Source: an optimization exercise on an open RTL-to-GDS flow (aim: small area). Production flows keep margins and buffers that such runs may drop. In this exercise RTL edits were held to simulation tests only and were not proved equivalent to the original. Power and IR drop assume default switching activity.

==> build 43: inputs <==
Design pwm3, start of the top module:
module pwm3 (
    input  wire        clk,
    input  wire        rst,         
    input  wire        out_en,
    input  wire [3:0]  port_id,     
    input  wire [14:0] half,        
    input  wire [3:0]  dither,      
    input  wire [10:0] dead,        
    input  wire [15:0] duty_u,
    input  wire [15:0] duty_v,
    input  wire [15:0] duty_w,
    input  wire        trip_n,
    output wire        at_valley,
    output wire        at_peak,
    output wire [5:0]  gates,       
    output reg         hw_trip
);
    wire        run = out_en && !rst;
    reg  [15:0] count;             
    reg         down;              
    reg         ext;               
    reg  [15:0] hp;                
    reg  [4:0]  trip_cnt;
    reg         fresh;             
    assign at_valley = run && ext && !down;
    assign at_peak   = run && ext && down;
    wire [16:0] tog;
    wire [15:0] count_n;
    assign tog[0] = 1'b1;
    genvar i;
    generate
        for (i = 0; i < 16; i = i + 1) begin : g_cnt
            assign count_n[i] = count[i] ^ tog[i];
            assign tog[i+1]   = tog[i] & (count[i] ^ down);
        end
    endgenerate
    wire [15:0] cm1 = count - 16'd1;
    wire        win = (count != 16'd0) && (cm1[15:4] == 12'd0);
    wire        last = down ? (count == 16'd1) : (!win && count_n == hp);
    wire        first;             
    wire        hbit;              
    pwm_dither u_dither (
        .clk(clk), .run(run), .half(half), .dither(dither), .port_id(port_id),
        .count(count), .cm1(cm1[3:0]), .down(down), .ext(ext), .win(win),
        .step(last && down), .first(first), .hbit(hbit)
    );
    wire        hb = down ? hbit : hp[0];
    always @(posedge clk) begin
        if (!run) begin
            count <= 16'd0;
            down  <= 1'b0;
            ext   <= 1'b1;
            hp    <= {1'b0, half};
        end else begin
            count <= count_n;
            ext   <= last;
            if (last) down <= !down;
            if (win) hp <= {hb, hp[15:1]};
        end
    end
    always @(posedge clk) begin
  ...
==> module pwm_dither, before the edit <==
module pwm_dither (
    input  wire        clk,
    input  wire        run,
    input  wire [14:0] half,       
    input  wire [3:0]  dither,     
    input  wire [3:0]  port_id,
    input  wire [15:0] count,      
    input  wire [3:0]  cm1,        
    input  wire        down,       
    input  wire        ext,        
    input  wire        win,        
    input  wire        step,       
    output reg         first,      
    output wire        hbit        
);
    reg  [15:0] lfsr;
    reg  [12:0] range;             
    reg  [6:0]  rem;               
    reg  [13:0] r;                 
    reg         ca, cb;            
    wire [3:0]  idx = ~(down ? cm1 : count[3:0]);
    wire [15:0] h16 = {1'b0, half};
    wire [15:0] r16 = {3'b000, range};
    wire        hb  = h16[idx];
    wire        rb  = r16[idx];
    wire        lb  = lfsr[idx];
    wire        lo  = (count[15:4] == 12'd0);
    wire        hi  = (count[15:4] == 12'd1);
    wire [7:0]  t     = {rem, 1'b0} + (hb ? {4'd0, dither} : 8'd0);
    wire        ge200 = (t >= 8'd200);
    wire        ge100 = (t >= 8'd100);
    wire [7:0]  t_red = ge200 ? t - 8'd200 : (ge100 ? t - 8'd100 : t);
    wire [11:0] r_inc = range[11:0] + {11'd0, ge200};
    wire [14:0] t2 = {r, lb};
    wire [14:0] sb = {1'b1, ~range, 1'b0};
    wire [15:0] bw;
    wire [14:0] df;
    assign bw[0] = 1'b1;
    genvar i;
    generate
        for (i = 0; i < 15; i = i + 1) begin : g_sub
            assign df[i]   = t2[i] ^ sb[i] ^ bw[i];
            assign bw[i+1] = (t2[i] & sb[i]) | (bw[i] & (t2[i] ^ sb[i]));
        end
    endgenerate
    wire [13:0] r_stp = bw[15] ? df[13:0] : t2[13:0];
    wire        r_en  = first ? hi : lo;
    wire        s1  = hb ^ r[0] ^ ca;
    wire        ca1 = (hb & r[0]) | (ca & (hb ^ r[0]));
    assign      hbit = s1 ^ ~rb ^ cb;
    wire        cb1 = (s1 & ~rb) | (cb & (s1 ^ ~rb));
    always @(posedge clk) begin
        if (!run)
            r <= 14'd0;
        else if (down ? win : r_en)
            r <= down ? {1'b0, r[13:1]} : r_stp;
        if (ext) begin
            ca <= 1'b0;
            cb <= 1'b1;
        end else if (win) begin
            ca <= ca1;
            cb <= cb1;
        end
        if (!run) begin
            lfsr  <= 16'hACE1 ^ {12'd0, port_id};
            range <= 13'd0;
            rem   <= 7'd0;
            first <= 1'b1;
        end else begin
            if (step)
                lfsr <= {lfsr[0] ^ lfsr[2] ^ lfsr[3] ^ lfsr[5], lfsr[15:1]};
            if (first && lo) begin
                range <= {r_inc, ge100 && !ge200};
                rem   <= t_red[6:0];
            end
            if (down)
                first <= 1'b0;
        end
    end
endmodule
==> module pwm3, before the edit <==
module pwm3 (
    input  wire        clk,
    input  wire        rst,         
    input  wire        out_en,
    input  wire [3:0]  port_id,     
    input  wire [14:0] half,        
    input  wire [3:0]  dither,      
    input  wire [10:0] dead,        
    input  wire [15:0] duty_u,
    input  wire [15:0] duty_v,
    input  wire [15:0] duty_w,
    input  wire        trip_n,
    output wire        at_valley,
    output wire        at_peak,
    output wire [5:0]  gates,       
    output reg         hw_trip
);
    wire        run = out_en && !rst;
    reg  [15:0] count;             
    reg         down;              
    reg         ext;               
    reg  [15:0] hp;                
    reg  [4:0]  trip_cnt;
    reg         fresh;             
    assign at_valley = run && ext && !down;
    assign at_peak   = run && ext && down;
    wire [16:0] tog;
    wire [15:0] count_n;
    assign tog[0] = 1'b1;
    genvar i;
    generate
        for (i = 0; i < 16; i = i + 1) begin : g_cnt
            assign count_n[i] = count[i] ^ tog[i];
            assign tog[i+1]   = tog[i] & (count[i] ^ down);
        end
    endgenerate
    wire [15:0] cm1 = count - 16'd1;
    wire        win = (count != 16'd0) && (cm1[15:4] == 12'd0);
    wire        last = down ? (count == 16'd1) : (!win && count_n == hp);
    wire        first;             
    wire        hbit;              
    pwm_dither u_dither (
        .clk(clk), .run(run), .half(half), .dither(dither), .port_id(port_id),
        .count(count), .cm1(cm1[3:0]), .down(down), .ext(ext), .win(win),
        .step(last && down), .first(first), .hbit(hbit)
    );
    wire        hb = down ? hbit : hp[0];
    always @(posedge clk) begin
        if (!run) begin
            count <= 16'd0;
            down  <= 1'b0;
            ext   <= 1'b1;
            hp    <= {1'b0, half};
        end else begin
            count <= count_n;
            ext   <= last;
            if (last) down <= !down;
            if (win) hp <= {hb, hp[15:1]};
        end
    end
    always @(posedge clk) begin
        if (!run) begin
            trip_cnt <= 5'd0;
            hw_trip  <= 1'b0;
        end else begin
            trip_cnt <= trip_n ? 5'd0 : trip_cnt + 5'd1;
            if (!trip_n && trip_cnt == 5'd24)
                hw_trip <= 1'b1;
        end
        fresh <= !run || hw_trip;
    end
    wire ld  = run && last;
    pwm_leg u_leg_u (.clk(clk), .ext(ext), .down(down), .first(first), .win(win), .hb(hb),
                     .ld(ld), .fresh(fresh), .count(count), .duty(duty_u), .dead(dead),
                     .gate_h(gates[0]), .gate_l(gates[1]));
    pwm_leg u_leg_v (.clk(clk), .ext(ext), .down(down), .first(first), .win(win), .hb(hb),
                     .ld(ld), .fresh(fresh), .count(count), .duty(duty_v), .dead(dead),
                     .gate_h(gates[2]), .gate_l(gates[3]));
    pwm_leg u_leg_w (.clk(clk), .ext(ext), .down(down), .first(first), .win(win), .hb(hb),
                     .ld(ld), .fresh(fresh), .count(count), .duty(duty_w), .dead(dead),
                     .gate_h(gates[4]), .gate_l(gates[5]));
endmodule
==> module pwm_leg, before the edit <==
module pwm_leg (
    input  wire        clk,
    input  wire        ext,        
    input  wire        down,       
    input  wire        first,      
    input  wire        win,        
    input  wire        hb,         
    input  wire        ld,         
    input  wire        fresh,      
    input  wire [15:0] count,
    input  wire [15:0] duty,
    input  wire [10:0] dead,
    output wire        gate_h,
    output wire        gate_l
);
    reg  [15:0] d;
    reg  [15:0] acc;
    reg  [15:0] thr;
    wire [15:0] opd = ~d & {16{hb}};
    wire [16:0] cy;
    wire [15:0] sm;
    assign cy[0] = hb;
    genvar i;
    generate
        for (i = 0; i < 16; i = i + 1) begin : g_add
            assign sm[i]   = acc[i] ^ opd[i] ^ cy[i];
            assign cy[i+1] = (acc[i] & opd[i]) | (cy[i] & (acc[i] ^ opd[i]));
        end
    endgenerate
    wire [15:0] acc_d = ext ? 16'd0 : (win ? {cy[16], sm[15:1]} : acc);
    always @(posedge clk) begin
        if (ext)
            d <= duty;
        acc <= acc_d;
        if (ld)
            thr <= acc_d;
    end
    wire        eq = (count == thr);
    reg         eq_r;
    reg         last_up;
    wire        up = down ? (ext || (last_up && !eq_r))
                          : (!first && (eq || (last_up && !ext)));
    reg  [10:0] q;
    wire        qz   = (q == 11'd0);
    wire        same = !fresh && (up == last_up);
    always @(posedge clk) begin
        eq_r    <= eq;
        last_up <= up;
        q       <= !same ? dead : (qz ? q : q - 11'd1);
    end
    assign gate_h = !fresh && qz && last_up;
    assign gate_l = !fresh && qz && !last_up;
endmodule
Settings: LEC_CHECK=0, CAP_MARGIN=20, CORE_MARGIN=2, CORE_UTILIZATION=40, PLACE_DENSITY=0.6, SLEW_MARGIN=20; clock period 50.0 ns.
run.sh (not shown) runs the stock make flow with config.mk's settings and CLKGATE_MAP_FILE= SYNTH_SCRIPT=/design/flow/synth_recipe.tcl, a recipe that flattens the netlist after the stock synthesis.
==> trial 83: changes against build 43 <==
--- a/flow/design.v
+++ b/flow/design.v
@@ -15,7 +15,6 @@
 );
     reg  [15:0] lfsr;
     reg  [12:0] range;             
-    reg  [6:0]  rem;               
     reg  [13:0] r;                 
     reg         ca, cb;            
     wire [3:0]  idx = ~(down ? cm1 : count[3:0]);
@@ -26,7 +25,7 @@
     wire        lb  = lfsr[idx];
     wire        lo  = (count[15:4] == 12'd0);
     wire        hi  = (count[15:4] == 12'd1);
-    wire [7:0]  t     = {rem, 1'b0} + (hb ? {4'd0, dither} : 8'd0);
+    wire [7:0]  t     = {r[6:0], 1'b0} + (hb ? {4'd0, dither} : 8'd0);
     wire        ge200 = (t >= 8'd200);
     wire        ge100 = (t >= 8'd100);
     wire [7:0]  t_red = ge200 ? t - 8'd200 : (ge100 ? t - 8'd100 : t);
@@ -52,8 +51,9 @@
     always @(posedge clk) begin
         if (!run)
             r <= 14'd0;
-        else if (down ? win : r_en)
-            r <= down ? {1'b0, r[13:1]} : r_stp;
+        else if (down ? win : (r_en || (first && lo)))
+            r <= down ? {1'b0, r[13:1]} :
+                 (r_en ? r_stp : {7'd0, t_red[6:0] & {7{count[3:0] != 4'd15}}});
         if (ext) begin
             ca <= 1'b0;
             cb <= 1'b1;
@@ -64,14 +64,12 @@
         if (!run) begin
             lfsr  <= 16'hACE1 ^ {12'd0, port_id};
             range <= 13'd0;
-            rem   <= 7'd0;
             first <= 1'b1;
         end else begin
             if (step)
                 lfsr <= {lfsr[0] ^ lfsr[2] ^ lfsr[3] ^ lfsr[5], lfsr[15:1]};
             if (first && lo) begin
                 range <= {r_inc, ge100 && !ge200};
-                rem   <= t_red[6:0];
             end
             if (down)
                 first <= 1'b0;
@@ -167,14 +165,15 @@
             assign tog[i+1]   = tog[i] & (count[i] ^ down);
         end
     endgenerate
-    wire [15:0] cm1 = count - 16'd1;
-    wire        win = (count != 16'd0) && (cm1[15:4] == 12'd0);
+    wire [3:0]  cm1 = count[3:0] - 4'd1;
+    wire        win = (count[15:5] == 11'd0) &&
+                      (count[4] ? (count[3:0] == 4'd0) : (count[3:0] != 4'd0));
     wire        last = down ? (count == 16'd1) : (!win && count_n == hp);
     wire        first;             
     wire        hbit;              
     pwm_dither u_dither (
         .clk(clk), .run(run), .half(half), .dither(dither), .port_id(port_id),
-        .count(count), .cm1(cm1[3:0]), .down(down), .ext(ext), .win(win),
+        .count(count), .cm1(cm1), .down(down), .ext(ext), .win(win),
         .step(last && down), .first(first), .hbit(hbit)
     );
     wire        hb = down ? hbit : hp[0];
ABC_AREA = 1   (was unset)
CORE_UTILIZATION = 60   (was 40)
CTS_BUF_LIST = sky130_fd_sc_hd__clkbuf_16   (was unset)
CTS_CLUSTER_DIAMETER = 80   (was unset)
CTS_CLUSTER_SIZE = 20   (was unset)
PLACE_DENSITY = 0.7   (was 0.6)
==> trial 82: changes against build 43 <==
==> flow/design.v (replaced) <==
module pwm_dither (
    input  wire        clk,
    input  wire        run,
    input  wire [14:0] half,       
    input  wire [3:0]  dither,     
    input  wire [3:0]  port_id,
    input  wire [5:0]  k,          
    input  wire        down,       
    input  wire        step,       
    output wire [15:0] hp_next     
);
    reg  [15:0] lfsr;
    reg  [12:0] range;             
    reg  [6:0]  rem;               
    reg  [13:0] r;                 
    reg         first;             
    wire [3:0]  idx = ~k[3:0];     
    wire [15:0] h16 = {1'b0, half};
    wire        hb  = h16[idx];
    wire        lb  = lfsr[idx];
    wire [7:0]  t     = {rem, 1'b0} + (hb ? {4'd0, dither} : 8'd0);
    wire        ge200 = (t >= 8'd200);
    wire        ge100 = (t >= 8'd100);
    wire [7:0]  t_red = ge200 ? t - 8'd200 : (ge100 ? t - 8'd100 : t);
    wire [14:0] t2    = {r, lb};
    wire [15:0] diff  = {1'b0, t2} - {2'b0, range, 1'b1};
    wire [13:0] r_stp = diff[15] ? t2[13:0] : diff[13:0];
    wire        r_en  = !down && (first ? (k[5:4] == 2'b01) : (k[5:4] == 2'b00));
    wire [13:0] r_d   = (!run || down) ? 14'd0 : (r_en ? r_stp : r);
    assign hp_next = h16 + {2'd0, r_d} - {3'd0, range};
    always @(posedge clk) begin
        r <= r_d;
        if (!run) begin
            lfsr  <= 16'hACE1 ^ {12'd0, port_id};
            range <= 13'd0;
            rem   <= 7'd0;
            first <= 1'b1;
        end else begin
            if (step)
                lfsr <= {lfsr[0] ^ lfsr[2] ^ lfsr[3] ^ lfsr[5], lfsr[15:1]};
            if (first && !down && k[5:4] == 2'b00) begin
                range <= {range[11:0] + {11'd0, ge200}, ge100 && !ge200};
                rem   <= t_red[6:0];
            end
            if (down)
                first <= 1'b0;
        end
    end
endmodule
module pwm_leg (
    input  wire        clk,
    input  wire        run,
    input  wire        ext,        
    input  wire        win,        
    input  wire        ld,         
    input  wire        fresh,      
    input  wire [15:0] count,
    input  wire [15:0] hp,         
    input  wire [15:0] duty,
    input  wire [10:0] dead,
    output wire        gate_h,
    output wire        gate_l
);
    reg  [15:0] d;                 
    reg  [15:0] acc;
    reg  [15:0] thr;
    wire [16:0] sum = {1'b0, acc} + (d[0] ? 17'd0 : {1'b0, hp});
    always @(posedge clk) begin
        d   <= ext ? duty : {1'b0, d[15:1]};
        acc <= ext ? hp : (win ? sum[16:1] : acc);
        if (!run)
            thr <= 16'hFFFF;
        else if (ld)
            thr <= acc;
    end
    wire        up = (count >= thr);
    reg         last_up;
    reg  [10:0] q;
    wire        qz   = (q == 11'd0);
    wire        same = !fresh && (up == last_up);
    always @(posedge clk) begin
        last_up <= up;
        q       <= !same ? dead : (qz ? q : q - 11'd1);
    end
    assign gate_h = !fresh && qz && last_up;
    assign gate_l = !fresh && qz && !last_up;
endmodule
module pwm3 (
    input  wire        clk,
    input  wire        rst,         
    input  wire        out_en,
    input  wire [3:0]  port_id,     
    input  wire [14:0] half,        
    input  wire [3:0]  dither,      
    input  wire [10:0] dead,        
    input  wire [15:0] duty_u,
    input  wire [15:0] duty_v,
    input  wire [15:0] duty_w,
    input  wire        trip_n,
    output wire        at_valley,
    output wire        at_peak,
    output wire [5:0]  gates,       
    output reg         hw_trip
);
    wire        run = out_en && !rst;
    reg  [15:0] count;             
    reg         down;              
    reg         ext;               
    reg  [15:0] hp;                
    reg  [5:0]  k;                 
    reg  [4:0]  trip_cnt;
    reg         fresh;             
    assign at_valley = run && ext && !down;
    assign at_peak   = run && ext && down;
    wire [15:0] count_inc = count + 16'd1;
    wire        last = down ? (count == 16'd1) : (count_inc == hp);
    wire [15:0] hp_next;
    pwm_dither u_dither (
        .clk(clk), .run(run), .half(half), .dither(dither), .port_id(port_id),
        .k(k), .down(down), .step(last && down), .hp_next(hp_next)
    );
    always @(posedge clk) begin
        if (!run) begin
            count <= 16'd0;
            down  <= 1'b0;
            ext   <= 1'b1;
            hp    <= {1'b0, half};
            k     <= 6'd0;
        end else begin
            count <= down ? count - 16'd1 : count_inc;
            ext   <= last;
            if (last) down <= !down;
            if (last && !down) hp <= hp_next;
            k     <= last ? 6'd0 : (k[5] ? k : k + 6'd1);
        end
    end
    always @(posedge clk) begin
        if (!run) begin
            trip_cnt <= 5'd0;
            hw_trip  <= 1'b0;
        end else begin
            trip_cnt <= trip_n ? 5'd0 : trip_cnt + 5'd1;
            if (!trip_n && trip_cnt == 5'd24)
                hw_trip <= 1'b1;
        end
        fresh <= !run || hw_trip;
    end
    wire win = (k[5:4] == 2'b00 && k[3:0] != 4'd0) || k == 6'd16;
    wire ld  = run && last;
    pwm_leg u_leg_u (.clk(clk), .run(run), .ext(ext), .win(win), .ld(ld), .fresh(fresh),
                     .count(count), .hp(hp), .duty(duty_u), .dead(dead),
                     .gate_h(gates[0]), .gate_l(gates[1]));
    pwm_leg u_leg_v (.clk(clk), .run(run), .ext(ext), .win(win), .ld(ld), .fresh(fresh),
                     .count(count), .hp(hp), .duty(duty_v), .dead(dead),
                     .gate_h(gates[2]), .gate_l(gates[3]));
    pwm_leg u_leg_w (.clk(clk), .run(run), .ext(ext), .win(win), .ld(ld), .fresh(fresh),
                     .count(count), .hp(hp), .duty(duty_w), .dead(dead),
                     .gate_h(gates[4]), .gate_l(gates[5]));
endmodule
==> build 89: changes against build 43 <==
--- a/flow/design.v
+++ b/flow/design.v
@@ -15,7 +15,6 @@
 );
     reg  [15:0] lfsr;
     reg  [12:0] range;             
-    reg  [6:0]  rem;               
     reg  [13:0] r;                 
     reg         ca, cb;            
     wire [3:0]  idx = ~(down ? cm1 : count[3:0]);
@@ -26,7 +25,7 @@
     wire        lb  = lfsr[idx];
     wire        lo  = (count[15:4] == 12'd0);
     wire        hi  = (count[15:4] == 12'd1);
-    wire [7:0]  t     = {rem, 1'b0} + (hb ? {4'd0, dither} : 8'd0);
+    wire [7:0]  t     = {r[6:0], 1'b0} + (hb ? {4'd0, dither} : 8'd0);
     wire        ge200 = (t >= 8'd200);
     wire        ge100 = (t >= 8'd100);
     wire [7:0]  t_red = ge200 ? t - 8'd200 : (ge100 ? t - 8'd100 : t);
@@ -52,8 +51,9 @@
     always @(posedge clk) begin
         if (!run)
             r <= 14'd0;
-        else if (down ? win : r_en)
-            r <= down ? {1'b0, r[13:1]} : r_stp;
+        else if (down ? win : (r_en || (first && lo)))
+            r <= down ? {1'b0, r[13:1]} :
+                 (r_en ? r_stp : {7'd0, t_red[6:0] & {7{count[3:0] != 4'd15}}});
         if (ext) begin
             ca <= 1'b0;
             cb <= 1'b1;
@@ -64,14 +64,12 @@
         if (!run) begin
             lfsr  <= 16'hACE1 ^ {12'd0, port_id};
             range <= 13'd0;
-            rem   <= 7'd0;
             first <= 1'b1;
         end else begin
             if (step)
                 lfsr <= {lfsr[0] ^ lfsr[2] ^ lfsr[3] ^ lfsr[5], lfsr[15:1]};
             if (first && lo) begin
                 range <= {r_inc, ge100 && !ge200};
-                rem   <= t_red[6:0];
             end
             if (down)
                 first <= 1'b0;
@@ -167,14 +165,15 @@
             assign tog[i+1]   = tog[i] & (count[i] ^ down);
         end
     endgenerate
-    wire [15:0] cm1 = count - 16'd1;
-    wire        win = (count != 16'd0) && (cm1[15:4] == 12'd0);
+    wire [3:0]  cm1 = count[3:0] - 4'd1;
+    wire        win = (count[15:5] == 11'd0) &&
+                      (count[4] ? (count[3:0] == 4'd0) : (count[3:0] != 4'd0));
     wire        last = down ? (count == 16'd1) : (!win && count_n == hp);
     wire        first;             
     wire        hbit;              
     pwm_dither u_dither (
         .clk(clk), .run(run), .half(half), .dither(dither), .port_id(port_id),
-        .count(count), .cm1(cm1[3:0]), .down(down), .ext(ext), .win(win),
+        .count(count), .cm1(cm1), .down(down), .ext(ext), .win(win),
         .step(last && down), .first(first), .hbit(hbit)
     );
     wire        hb = down ? hbit : hp[0];
==> flow/flow/run.sh (new file) <==
#!/bin/bash
# The standard layout (the standard.sh, unchanged synthesis, floorplan,
# placement, CTS and routing), with the port buffers that global placement
# inserts on every input and output made from the smallest buffer cell.
set -euo pipefail
bash standard.sh finish "BUFFER_PORTS_ARGS=-buffer_cell sky130_fd_sc_hd__buf_1" > standard_flow.log 2>&1
==> flow/standard.sh (new file) <==
#!/bin/bash
# synth_recipe.tcl (not shown) runs the flow's synth.tcl, then flattens the netlist and writes it again
# the make line also repeats each setting of config.mk as NAME=value (left out here)
make -C /OpenROAD-flow-scripts/flow DESIGN_CONFIG=/design/flow/config.mk WORK_HOME=/design/flow/orfs CLKGATE_MAP_FILE= SYNTH_SCRIPT=/design/flow/synth_recipe.tcl "${@:-finish}"
ABC_AREA = 1   (was unset)
CORE_UTILIZATION = 60   (was 40)
CTS_BUF_LIST = sky130_fd_sc_hd__clkbuf_8   (was unset)
CTS_CLUSTER_DIAMETER = 60   (was unset)
CTS_CLUSTER_SIZE = 14   (was unset)
PLACE_DENSITY = 0.7   (was 0.6)
removed: flow/run.sh
==> qor summary <==
| metric | trial 83 | trial 82 | build 89 | build 43 |
|---|---|---|---|---|
| Routed vias | 10400 | 15160 | 10320 | 10110 |
| Post-Synth Simple-Gate Area | 0.1824 | 0.1841 | 0.1824 | 0.1574 |
| RR Startpoint | count[1] | k[3] | count[1] | count[1] |
| Violation count after the first detailed-route iteration | 711 | 813 | 774 | 504 |
| Most instantiated library cell after synthesis | nand2_1 | nand2_1 | nand2_1 | nor2_1 |
| Number of clock buffers in the layout | 17 | 46 | 25 | 53 |
| Most common cell after layout, fill and taps aside | nand2_1 | nand2_1 | nand2_1 | nor2_1 |
| Outcome | finished clean | finished clean | finished clean | finished clean |
| Clock root buffer | clkbuf_16 | clkbuf_16 | clkbuf_8 | clkbuf_16 |
| Final setup margin | 28.20 ns | 28.07 ns | 28.99 ns | 28.42 ns |
| Area-dominant cell class after layout | registers | multi-input combinational cells | registers | multi-input combinational cells |
| Signal buf overhead | 0.06250 | 0.05031 | 0.02689 | 0.06014 |
| Share of power burned in registers | 0.563 | 0.427 | 0.595 | 0.473 |
| Multi-input logic portion of the cell area | 0.4040 | 0.5246 | 0.4215 | 0.4156 |
| Area of combinational cells with multiple inputs | 6471 um2 | 11140 um2 | 6471 um2 | 7203 um2 |
| Clock tree cell share of total cell area | 0.03148 | 0.05338 | 0.02787 | 0.06317 |
| Number of buffers outside the clock class in the layout | 102 | 111 | 102 | 107 |
| Worst reg2reg endpoint | u_leg_u.thr[14] | hp[14] | u_leg_w.thr[14] | u_leg_v.thr[14] |
| Reg-to-reg setup timing slack | 38.26 ns | 43.51 ns | 38.32 ns | 37.71 ns |
| Number of flip-flops and latches | 270 | 278 | 270 | 277 |

==> static timing again, ports no longer ideal <==
The results above use ideal ports. As a check the final layouts listed here were re-extracted and re-timed, cells and wires unchanged. Step 1 assumes that a clkbuf_16 drives the clock port and a buf_2 every other input. Step 2 adds t to the input delays and takes it off the output delays; t is the mean of the earliest and latest rising clock arrival at the registers after step 1. Input paths then give back, and output paths get back, about the clock's delay inside the block. Three values: ideal ports, drivers, drivers and shift; two values: the first two.
run | t, ns | setup WS [ns] | worst setup path after step 2 | clock arrival spread, ns | worst register clock-pin slew, ns
build 43 | 0.551 | 28.422 / 28.398 / 28.398 | input to output | 0.023 / 0.024 | 0.06 / 0.06
trial 83 | 0.546 | 28.205 / 28.178 / 28.178 | input to output | 0.021 / 0.021 | 0.09 / 0.09
trial 82 | 0.602 | 28.070 / 28.047 / 28.047 | input to output | 0.030 / 0.030 | 0.06 / 0.06
build 89 | 0.601 | 28.993 / 28.969 / 28.969 | input to output | 0.016 / 0.016 | 0.10 / 0.10
After both steps setup and hold are still met in every run listed. For trial 83, which loses most, drivers alone change the setup slack by -0.027 ns; drivers and shift together by -0.027 ns.
